This is an optimization exercise on Yosys and OpenROAD, whose aim is small area, not a production implementation.
Function not checked in this run: the RTL went through the layout flow alone.
Power is estimated from default activity; no workload was simulated.

--- flow/run.sh ---
#!/bin/bash
# synth_recipe.tcl (not shown) runs the flow's synth.tcl, then flattens the netlist and writes it again
# the make line also repeats each setting of config.mk as NAME=value (left out here)
make -C /OpenROAD-flow-scripts/flow DESIGN_CONFIG=/design/flow/config.mk WORK_HOME=/design/flow/orfs CLKGATE_MAP_FILE= SYNTH_SCRIPT=/design/flow/synth_recipe.tcl finish
--- flow/config.mk ---
export PLATFORM = sky130hd
export DESIGN_NAME = vdx_istore_ecc
export DESIGN_NICKNAME = vdx_istore_ecc
export VERILOG_FILES = /design/flow/design.v
export SDC_FILE = /design/flow/constraint.sdc
export NUM_CORES = 4
export LEC_CHECK = 0
export CAP_MARGIN = 20
export CORE_MARGIN = 2
export CORE_UTILIZATION = 35
export SLEW_MARGIN = 20
--- flow/constraint.sdc ---
create_clock -name core_clock -period 8.0 [get_ports {clk}]
set_input_delay 1.6000 -clock core_clock [delete_from_list [all_inputs] [get_ports {clk}]]
set_output_delay 1.6000 -clock core_clock [all_outputs]
set_load 0.01 [all_outputs]
--- flow/design.v ---
`default_nettype none
module vdx_istore_ecc #(
    parameter LANES = 4
) (
    input  wire                 clk,
    input  wire                 rst,
    input  wire                 wr_valid,
    input  wire [79:0]          wr_data,
    output reg                  enc_valid,
    output reg  [7:0]           enc_chk,
    input  wire [LANES-1:0]     rd_valid,
    input  wire [LANES*88-1:0]  rd_word,
    output reg  [LANES-1:0]     chk_valid,
    output reg  [LANES*2-1:0]   chk_status,
    output reg  [LANES*80-1:0]  chk_data,
    output reg  [LANES-1:0]     wb_valid,
    output reg  [LANES*8-1:0]   wb_chk,
    input  wire                 cnt_clr,
    output reg  [15:0]          ce_cnt
);
    localparam [1:0] ST_OK      = 2'd0;
    localparam [1:0] ST_CORR    = 2'd1;
    localparam [1:0] ST_PONLY   = 2'd2;
    localparam [1:0] ST_UNCORR  = 2'd3;
    wire [7:0] wr_chk;
    vdx_secded_enc u_enc (
        .data (wr_data),
        .chk  (wr_chk)
    );
    always @(posedge clk) begin
        if (rst)
            enc_valid <= 1'b0;
        else
            enc_valid <= wr_valid;
        enc_chk <= wr_chk;
    end
    reg [LANES-1:0]    s1_valid;
    reg [LANES*88-1:0] s1_word;
    always @(posedge clk) begin
        if (rst)
            s1_valid <= {LANES{1'b0}};
        else
            s1_valid <= rd_valid;
        s1_word <= rd_word;
    end
    wire [LANES-1:0]   lane_status_corr;
    wire [LANES-1:0]   lane_status_ponly;
    genvar g;
    generate
        for (g = 0; g < LANES; g = g + 1) begin : g_lane
            wire [1:0]  status;
            wire [79:0] data;
            wire [7:0]  chk;
            vdx_secded_dec u_dec (
                .word    (s1_word[g*88 +: 88]),
                .status  (status),
                .data    (data),
                .wb_chk  (chk)
            );
            assign lane_status_corr[g]  = (status == ST_CORR);
            assign lane_status_ponly[g] = (status == ST_PONLY);
            always @(posedge clk) begin
                if (rst) begin
                    chk_valid[g] <= 1'b0;
                    wb_valid[g]  <= 1'b0;
                end else begin
                    chk_valid[g] <= s1_valid[g];
                    wb_valid[g]  <= s1_valid[g] &&
                                    (status == ST_CORR || status == ST_PONLY);
                end
                chk_status[g*2 +: 2] <= status;
                chk_data[g*80 +: 80] <= data;
                wb_chk[g*8 +: 8]     <= chk;
            end
        end
    endgenerate
    integer i;
    reg [2:0]  n_wb;
    reg [16:0] cnt_sum;
    always @(*) begin
        n_wb = 3'd0;
        for (i = 0; i < LANES; i = i + 1)
            n_wb = n_wb + {2'd0, wb_valid[i]};
        cnt_sum = {1'b0, ce_cnt} + {14'd0, n_wb};
    end
    always @(posedge clk) begin
        if (rst || cnt_clr)
            ce_cnt <= 16'd0;
        else if (cnt_sum[16])
            ce_cnt <= 16'hFFFF;
        else
            ce_cnt <= cnt_sum[15:0];
    end
endmodule
module vdx_secded_enc (
    input  wire [79:0] data,
    output wire [7:0]  chk
);
    wire [6:0] c;
    vdx_secded_syn u_syn (
        .data (data),
        .c    (c)
    );
    assign chk = {(^data) ^ (^c), c};
endmodule
module vdx_secded_syn (
    input  wire [79:0] data,
    output wire [6:0]  c
);
    function automatic [6:0] data_pos(input integer i);
        integer q, n;
        begin
            data_pos = 7'd0;
            n = 0;
            for (q = 1; q < 88; q = q + 1) begin
                if ((q & (q - 1)) != 0) begin
                    if (n == i)
                        data_pos = q[6:0];
                    n = n + 1;
                end
            end
        end
    endfunction
    genvar j, k;
    generate
        for (j = 0; j < 7; j = j + 1) begin : g_c
            wire [79:0] sel;
            for (k = 0; k < 80; k = k + 1) begin : g_bit
                localparam [6:0] POS = data_pos(k);
                assign sel[k] = POS[j] ? data[k] : 1'b0;
            end
            assign c[j] = ^sel;
        end
    endgenerate
endmodule
module vdx_secded_dec (
    input  wire [87:0] word,
    output reg  [1:0]  status,
    output reg  [79:0] data,
    output wire [7:0]  wb_chk
);
    wire [79:0] rd_data = word[79:0];
    wire [6:0]  rd_c    = word[86:80];
    wire [6:0]  calc_c;
    wire [6:0]  syndrome;
    wire        p;
    vdx_secded_syn u_syn (
        .data (rd_data),
        .c    (calc_c)
    );
    assign syndrome = calc_c ^ rd_c;
    assign p        = ^word;
    function automatic [6:0] data_pos(input integer i);
        integer q, n;
        begin
            data_pos = 7'd0;
            n = 0;
            for (q = 1; q < 88; q = q + 1) begin
                if ((q & (q - 1)) != 0) begin
                    if (n == i)
                        data_pos = q[6:0];
                    n = n + 1;
                end
            end
        end
    endfunction
    wire [79:0] flip;
    genvar k;
    generate
        for (k = 0; k < 80; k = k + 1) begin : g_flip
            localparam [6:0] POS = data_pos(k);
            assign flip[k] = (syndrome == POS);
        end
    endgenerate
    always @(*) begin
        data = rd_data;
        if (!p) begin
            status = (syndrome == 7'd0) ? 2'd0 : 2'd3;
        end else if (syndrome == 7'd0) begin
            status = 2'd2;
        end else if (syndrome > 7'd87) begin
            status = 2'd3;
        end else begin
            status = 2'd1;
            data   = rd_data ^ flip;
        end
    end
    vdx_secded_enc u_wb_enc (
        .data (data),
        .chk  (wb_chk)
    );
endmodule
`default_nettype wire
==> impl.org <==
** Power
- Reported leakage power :: between 20 and 25 nW
- Power per cell area :: 536.0 mW/mm^2
- Largest voltage drop on the vdd net :: 0.0004155 V

** Clocking
- # H-tree levels :: 3
- TritonCTS Buffers :: 83
- Clock-pin slew was measured on the worst setup and hold paths at 60 ps.
- Post-CTS repair changed the size of 0 cells.
- The number of hold buffers added after CTS was 0.
- Post-CTS setup repair buffer count :: 0
- The tree is rooted in a sky130_fd_sc_hd__clkbuf_16.
- Clock sink count :: 749
- Insertion delay of the later-clocked pin in the worst-skew pair :: 680 ps
- Deepest clock path buffer count :: 3
- TritonCTS built the clock tree.

** Yosys
- Asr flop ratio synth :: 0%
- Sorting the synthesized cells by area gives the leading types as sky130_fd_sc_hd__dfxtp_1, sky130_fd_sc_hd__xnor2_1, sky130_fd_sc_hd__xnor3_1.
- Dominant cell type by area after synthesis :: sky130_fd_sc_hd__dfxtp_1
- Most common flop cell mapped by yosys :: sky130_fd_sc_hd__dfxtp_1
- Count of flip-flops with a built-in enable after synthesis :: 0
- Among all cell types in the netlist, the one instantiated most often is sky130_fd_sc_hd__xnor2_1.
- The cell count after synthesis came out at 3286.
- The synthesized design contains 749 register bits.
- Synth top area share :: approximately two fifths
- Counting every net in the synthesized netlist gives 3730.
- Count of warnings emitted by yosys :: 2
- After synthesis, the netlist uses 70 different library cells.
- List of most frequent post-synthesis cells :: sky130_fd_sc_hd__xnor2_1, sky130_fd_sc_hd__dfxtp_1, sky130_fd_sc_hd__xor2_1
- Sequential elements use between 30% and 40% of the synthesized area.
- The synthesized netlist occupies a cell area of roughly 0.038 sq mm.
- Avg Inst Size Synth :: 11.47 sq um

** Detailed routing
- DRT iter0 DRCs :: 2339
- The detailed router placed ~27000 vias in this run.
- Routed len/inst :: ~28 um
- For this run, the detailed router's first-pass iteration total came to 5.
- Post-detailed-route via-to-cell ratio :: 4.846
- Routed wire length :: roughly 160 mm
- For this run, design rule violations remaining after detail routing come to 0.
- The detail route stage leaves a number of antenna-violating nets equal to 0.

** Worst hold path
- Hold worst-path end :: chk_valid[2]$_SDFF_PP0_
- Along the worst hold path, the cell count comes to 1.
- Origin of the worst min-delay path :: s1_valid[2]$_SDFF_PP0_
- The tightest min-delay check is of the register to register type.

** STA
- Tightest slew margin relative to the limit :: 21.76%
- Endpoints failing hold :: 0
- Setup tns final :: 0 ps
- Final period demand of the worst path :: between 6000 and 7000 ps
- Final setup violation count :: 0
- Based on the critical path, the design can be clocked at up to 145.5 MHz.
- Post-route fraction of the period consumed by the critical path :: 85.92%
- The worst path meets setup with ~1100 ps of slack.
- Final number of max-transition violations :: 0
- For the final database, setup skew stands at 27.49 ps.
- For the pin with the worst max-slew slack, the measured transition is 1171 ps.
- RSZ-0062 raised after global routing :: false

** Critical path
- Critical register-to-register path startpoint :: s1_word[67]$_DFF_P_
- Peak per-stage delay on the critical path :: 860 ps
- In this run the critical register-to-register path is captured at wb_chk[7]$_DFF_P_.
- The number of buffers and inverters on the critical path is 0.
- Setup slack on the worst reg-to-reg path comes out at 1130 ps.
- Worst-path cell with the longest stage delay :: sky130_fd_sc_hd__xnor2_2
- Worst-path cell chain :: xnor2_1 -> xnor2_1 -> xnor3_1 -> xnor3_1 -> xnor2_2 -> nand4_1 -> or4_1 -> xnor2_2 -> xnor2_1 -> xnor3_1 -> xnor3_1 -> xnor2_1 -> xnor3_1 -> xnor3_1
- The most numerous cell type found on the critical path is sky130_fd_sc_hd__xnor3_1.
- WP data required :: 8550 ps
- Of all nets on the critical path, the largest fanout is 18.
- In this design, the largest share of critical-path delay is due to XOR/XNOR gates.
- Data arrives at the worst endpoint at ~7400 ps.
- By startpoint and endpoint, the worst setup path is classified as register to register.
- STA classifies the critical path startpoint as a register.
- Counting cells, the worst reg-to-reg path comes to 14.
- STA classifies the critical path endpoint as a register.

** Floorplan
- The core region is 0.1069 sq mm.
- Num ports :: 833
- The floorplan has 120 rows.
- Vertical die dimension :: 332.1 um
- In this run the horizontal extent of the chip is 332.1 um.
- The floorplan step defined a die boundary enclosing 0.1103 sq mm.
- The initial utilization of the core area, before any placement, comes to 35.24%.

** Placement
- Routability Congestion :: ~1
- Input and output buffers added on the ports amount to 832.
- Cell Area, Placed :: 0.04786 sq mm
- After legalization and detailed placement, the total HPWL measured 129.2 mm.
- At the placement stage, the worst setup path has a slack of 1452 ps.

** Global route
- Global routing consumed, over all layers together, 27.38% of the routing resources.
- Entering global routing, the biggest net connects 22 pins.
- The number of antenna violations at the first check in global routing was 23.
- Number of global-route vias before repair :: 28120
- Remaining global-route overflow :: 0
- The first global-routing pass estimated 214.4 mm of wire.

** Final layout
- For this run, the post-layout net count is 4603.
- The post-route netlist has 5.561% of its cells at a drive strength greater than 1.
- Counting the fill cells in the layout gives 10010.
- Synth-to-Final Area Change :: 34.78%
- Final Instance Area :: 0.05078 sq mm

** Run
- The tool flagged a number of max-cap violations equal to 0.

** Status
- Result of the run :: no timing/DRC/antenna violations
layout make-up:
| type | instances | area (sq um) | area share, % |
|---|---|---|---|
| Antenna cell | 6 | 15.01 | 0.02957 |
| Clock buffer | 116 | 2432 | 4.790 |
| Clock inverter | 36 | 464.2 | 0.9141 |
| Inverter | 94 | 352.8 | 0.6948 |
| Multi-Input combinational cell | 2359 | 22140 | 43.60 |
| Sequential cell | 749 | 14990 | 29.53 |
| Tap cell | 1403 | 1755 | 3.457 |
| Timing Repair Buffer | 872 | 8628 | 16.99 |
per-layer routing:
| metal | up-vias | part of all wire (%) | GRT usage (%) |
|---|---|---|---|
| li1 | 12450 | - | - |
| met1 | 13240 | 41 | 34.39 |
| met2 | 1382 | 48 | 46.41 |
| met3 | 220 | 9.0 | 6.924 |
| met4 | 14 | 2.5 | 7.611 |
| met5 | - | 0.057 | 0 |
metrics by stage:
step	utilization, %	instances	total power [W]	hold slack [ps]
floorplan	-	3286	0.01705	439.1
global placement	44.76	5477	0.02297	454.0
finish	47.50	5635	0.02722	462.1
global route	47.49	5630	0.02827	482.1
detailed placement	44.77	5477	0.02287	453.7
CTS	47.48	5629	0.02704	464.1
power breakdown:
part,internal (W),switching [W]
Combinational,0.00808,0.0103
Clock,0.00240,0.00167
Sequential,0.00442,0.000336
logic make-up (layout without fill, tap and decap cells):
kind of cell,count (synthesis),after routing,share of synthesized area (%)
xor gates and xnor gates,1630,1630,47.70
DFF,749,749,39.80
and+or+nand+nor,573,573,7.701
buffers and inverters,178,1118,1.800
AOI/OAI and AO/OA,138,138,2.428
muxes,14,14,0.3852
adders and majority gates,4,4,0.1926
other,0,6,0
registers in the layout (all words and copies together) (netlist names):
name and cells:
s1_word 352, chk_data 320, wb_chk 32, ce_cnt 16
chk_status 8, enc_chk 8, chk_valid 4, s1_valid 4
wb_valid 4, enc_valid 1
cell usage in the layout, fill, tap and decap left out, drive strengths merged, types with 25 or more instances in the layout:
cell type	count
xnor2	1034
clkdlybuf4s50	832
dfxtp	749
xor2	336
xnor3	221
nand2	142
clkbuf	116
nand3	115
inv	105
nor2	86
nor3	83
a21oi	42
buf	40
xor3	39
nor4	25
how the worst max path moves through the flow:
stage / cells after the start / end / startpoint / slack [ps]
after floorplan: 15 / wb_chk[23]$_DFF_P_ / s1_word[190]$_DFF_P_ / 2810
after global placement: 14 / wb_chk[7]$_DFF_P_ / s1_word[67]$_DFF_P_ / 1100
after detailed placement: 14 / wb_chk[7]$_DFF_P_ / s1_word[67]$_DFF_P_ / 1450
after CTS: 14 / wb_chk[7]$_DFF_P_ / s1_word[67]$_DFF_P_ / 1400
after global routing: 12 / wb_chk[7]$_DFF_P_ / s1_word[67]$_DFF_P_ / 1050
final: 14 / wb_chk[7]$_DFF_P_ / s1_word[67]$_DFF_P_ / 1130

-- static timing again, ports no longer ideal --
No port has a modelled driver above. Below, the same layout with a new extraction and two added sets of constraints. Step 1: set_driving_cell puts a clkbuf_16 on clk and a buf_2 on each other input, an assumption about the parent block. Step 2 times the ports against the registers' clock, not the clock port: input delays grow and output delays shrink by t, the midpoint of the rising clock arrivals with the driver on. a / b / c = no drivers / after step 1 / after step 2; a / b = the first two.
shift t [ns]: 0.738
setup WS [ns]: 1.126 / 1.126 / 1.126
hold slack, ns: 0.462 / 0.462 / 0.462
latest minus earliest clock arrival (ns): 0.027 / 0.027
After both steps this run still meets setup and hold. For this run, drivers alone change the setup slack by 0.000 ns; drivers and shift together by 0.000 ns.
